Source: an optimization exercise on an open RTL-to-GDS flow (aim: small area, a short achievable clock period and few clock cycles per item). Production flows keep margins and buffers that such runs may drop. Only simulation tests tie the RTL to the original design; equivalence was not proved.

middle:
// sha256_core
module sha256_core (
    input  wire         clk,
    input  wire         rst,         
    input  wire         in_valid,
    output wire         in_ready,
    input  wire [31:0]  in_data,     
    input  wire         in_first,    
    input  wire         in_last,     
    output wire         out_valid,
    input  wire         out_ready,
    output wire [255:0] out_digest   
);
    localparam [255:0] IV = 256'h6a09e667bb67ae853c6ef372a54ff53a510e527f9b05688c1f83d9ab5be0cd19;
    reg        run;              
    reg  [5:0] rnd;              
    reg        fin;              
    reg        have0;            
    reg        n_first, n_last;  
    reg        b_first, b_last;  
    reg        ovalid;
    reg        rdy;              
    reg        need;             
    reg        stq;              
    reg        free;             
    reg        s61, s62, s63;    
    reg        sch;              
    reg [31:0] w [0:15];         
    reg [31:0] a, b, c, d, e, f, g;
    reg [31:0] p;                
    reg [31:0] kt;               
    reg [31:0] H0, H1, H2, H3, H4, H5, H6, H7;
    wire [31:0] k_rom =
        ({32{rnd == 6'd0}} & 32'h71374491) |
        ({32{rnd == 6'd1}} & 32'hb5c0fbcf) |
        ({32{rnd == 6'd2}} & 32'he9b5dba5) |
        ({32{rnd == 6'd3}} & 32'h3956c25b) |
        ({32{rnd == 6'd4}} & 32'h59f111f1) |
        ({32{rnd == 6'd5}} & 32'h923f82a4) |
        ({32{rnd == 6'd6}} & 32'hab1c5ed5) |
        ({32{rnd == 6'd7}} & 32'hd807aa98) |
        ({32{rnd == 6'd8}} & 32'h12835b01) |
        ({32{rnd == 6'd9}} & 32'h243185be) |
        ({32{rnd == 6'd10}} & 32'h550c7dc3) |
        ({32{rnd == 6'd11}} & 32'h72be5d74) |
        ({32{rnd == 6'd12}} & 32'h80deb1fe) |
        ({32{rnd == 6'd13}} & 32'h9bdc06a7) |
        ({32{rnd == 6'd14}} & 32'hc19bf174) |
        ({32{rnd == 6'd15}} & 32'he49b69c1) |
        ({32{rnd == 6'd16}} & 32'hefbe4786) |
        ({32{rnd == 6'd17}} & 32'h0fc19dc6) |
        ({32{rnd == 6'd18}} & 32'h240ca1cc) |
        ({32{rnd == 6'd19}} & 32'h2de92c6f) |
        ({32{rnd == 6'd20}} & 32'h4a7484aa) |
        ({32{rnd == 6'd21}} & 32'h5cb0a9dc) |
  ...
For scale: about 1100 flip-flops, roughly 300 I/O pins, roughly 58000 um^2 of cells after synthesis.
clock: 10.0 ns
lec_check: 0
cap_margin: 20
core_margin: 2
core_utilization: 40
place_density: 0.6
setup_slack_margin: 5
slew_margin: 20
run.sh (not shown) runs the stock make flow with config.mk's settings and CLKGATE_MAP_FILE= SYNTH_SCRIPT=/design/flow/synth_recipe.tcl, a recipe that flattens the netlist after the stock synthesis.
Testbench counts of middle, summed over its fixed seeds: cycles 52,684, blocks 798.
### middle -> south
--- a/flow/design.v
+++ b/flow/design.v
@@ -94,21 +94,21 @@
         ({32{rnd == 6'd61}} & 32'hbef9a3f7) |
         ({32{rnd == 6'd62}} & 32'hc67178f2) |
         ({32{rnd == 6'd63}} & 32'h428a2f98);
     wire acc   = in_valid && rdy;
     wire take0 = rdy && !need;
     wire stgo  = stq && in_valid;
-    wire adv   = (need && run && in_valid) || free || (s61 && !(ovalid && !out_ready));
+    wire adv   = (need && run && in_valid) || free || (s61 && !ovalid);
     wire go    = stgo || adv;                            
-    wire rot   = (s61 && adv) || s62 || s63 || fin;      
+    wire rot   = (s61 && !ovalid) || s62 || s63 || fin;  
     wire [5:0] rnd_n  = rst ? 6'd0 : stgo ? 6'd1 : (adv && !s63) ? rnd + 6'd1 : rnd;
     wire       run_n  = rst ? 1'b0 : stgo ? 1'b1 : (adv && s63) ? 1'b0 : run;
     wire       fin_n  = !rst && s63;
     wire       have_n = rst ? 1'b0 : (acc && take0) ? 1'b1 : stgo ? 1'b0 : have0;
     wire       ld_n   = run_n && (rnd_n != 6'd0) && (rnd_n <= 6'd14);
-    wire       st_n   = have_n && !run_n && !fin_n;
+    wire       st_n   = have_n && !run_n;
     wire       wf_n   = !run_n || (rnd_n == 6'd63) || (rnd_n == 6'd0);
     wire       s61_n  = run_n && (rnd_n == 6'd62);
     always @(posedge clk) begin
         rnd   <= rnd_n;
         run   <= run_n;
         fin   <= fin_n;
@@ -162,48 +162,55 @@
     wire [31:0] v1  = {((s1 & w[9]) | (s1 & s0) | (w[9] & s0)), 1'b0};
     wire [31:0] u2  = u1 ^ v1 ^ w[0];
     wire [31:0] v2  = {((u1 & v1) | (u1 & w[0]) | (v1 & w[0])), 1'b0};
     wire [31:0] w_new = u2 + v2;
     wire [31:0] w_in  = acc ? in_data : w_new;
     wire        w_sh  = acc || (sch && adv);
-    wire [31:0] hsel = stq ? (n_first ? IV[31:0] : H7) : g;
+    wire [31:0] hsel = stq ? (n_first ? IV[31:0] : Hn7) : g;
     wire [31:0] pw   = w[15];
     wire [31:0] px   = hsel ^ kt ^ pw;
     wire [31:0] py   = {((hsel & kt) | (hsel & pw) | (kt & pw)), 1'b0};
     wire [31:0] p_new = px + py;
     wire [31:0] iva = ({32{s61}} & IV[159:128]) | ({32{s62}} & IV[191:160]) |    
                       ({32{s63}} & IV[223:192]) | ({32{fin}} & IV[255:224]);    
     wire [31:0] ive = ({32{s61}} & IV[31:0])    | ({32{s62}} & IV[63:32]) |      
                       ({32{s63}} & IV[95:64])   | ({32{fin}} & IV[127:96]);     
     wire [31:0] sum_a = (b_first ? iva : H3) + a;
     wire [31:0] sum_e = (b_first ? ive : H7) + e;
+    wire [31:0] rm  = {32{rot}};
+    wire [31:0] Hn0 = (rm & sum_a) | (~rm & H0);
+    wire [31:0] Hn1 = (rm & H0)    | (~rm & H1);
+    wire [31:0] Hn2 = (rm & H1)    | (~rm & H2);
+    wire [31:0] Hn3 = (rm & H2)    | (~rm & H3);
+    wire [31:0] Hn4 = (rm & sum_e) | (~rm & H4);
+    wire [31:0] Hn5 = (rm & H4)    | (~rm & H5);
+    wire [31:0] Hn6 = (rm & H5)    | (~rm & H6);
+    wire [31:0] Hn7 = (rm & H6)    | (~rm & H7);
     assign in_ready   = rdy;
     assign out_valid  = ovalid;
     assign out_digest = {H0, H1, H2, H3, H4, H5, H6, H7};
     integer i;
     always @(posedge clk) begin
         if (w_sh) begin
             for (i = 0; i < 15; i = i + 1)
                 w[i] <= w[i + 1];
             w[15] <= w_in;
         end
         if (go) begin
             if (stq) begin
-                a <= n_first ? IV[255:224] : H0;
-                b <= n_first ? IV[223:192] : H1;
-                c <= n_first ? IV[191:160] : H2;
-                d <= n_first ? IV[159:128] : H3;
-                e <= n_first ? IV[127:96]  : H4;
-                f <= n_first ? IV[95:64]   : H5;
-                g <= n_first ? IV[63:32]   : H6;
+                a <= n_first ? IV[255:224] : Hn0;
+                b <= n_first ? IV[223:192] : Hn1;
+                c <= n_first ? IV[191:160] : Hn2;
+                d <= n_first ? IV[159:128] : Hn3;
+                e <= n_first ? IV[127:96]  : Hn4;
+                f <= n_first ? IV[95:64]   : Hn5;
+                g <= n_first ? IV[63:32]   : Hn6;
             end else begin
                 a <= a_new; b <= a; c <= b; d <= c;
                 e <= e_new; f <= e; g <= f;
             end
             p <= p_new;
         end
-        if (rot) begin
-            H0 <= sum_a; H1 <= H0; H2 <= H1; H3 <= H2;
-            H4 <= sum_e; H5 <= H4; H6 <= H5; H7 <= H6;
-        end
+        H0 <= Hn0; H1 <= Hn1; H2 <= Hn2; H3 <= Hn3;
+        H4 <= Hn4; H5 <= Hn5; H6 <= Hn6; H7 <= Hn7;
     end
 endmodule
Notes after the runs:
Total of cells resized after clock tree synthesis sits higher in south than in middle. south vs. middle: routed wire length rose about 9%; multiplexer area fraction after synthesis increased 0.20 points.
Testbench counts of south, summed over its fixed seeds: cycles 51,894, blocks 798.

==> port drivers added, routing unchanged <==
In the flow no input, the clock included, has a driving cell. The finished layouts below were timed again as built, in two steps.
Step 1 (the two cells are an assumption about what drives the block):
set clk [get_ports {clk}]
set_driving_cell -lib_cell sky130_fd_sc_hd__clkbuf_16 $clk
set_driving_cell -lib_cell sky130_fd_sc_hd__buf_2 [delete_from_list [all_inputs] $clk]
Step 2 moves the port delays by t, midway between the first and last clock arrival at a register: inputs arrive t later, outputs are due t later. That takes back most of the time a late clock gives input paths.
Slacks: ideal ports / drivers / drivers and shift; pairs: ideal ports / drivers.
run	t, ns	setup WS [ns]	worst register clock-pin slew, ns	pins driven straight from the clock port
middle	0.824	5.108 / 5.108 / 4.712	0.07 / 0.07	1
south	0.822	5.056 / 5.056 / 4.442	0.07 / 0.07	1
After both steps setup and hold are still met in every run listed. The setup slack of south, which loses most, moves by 0.000 ns with the drivers and by -0.614 ns with both steps.
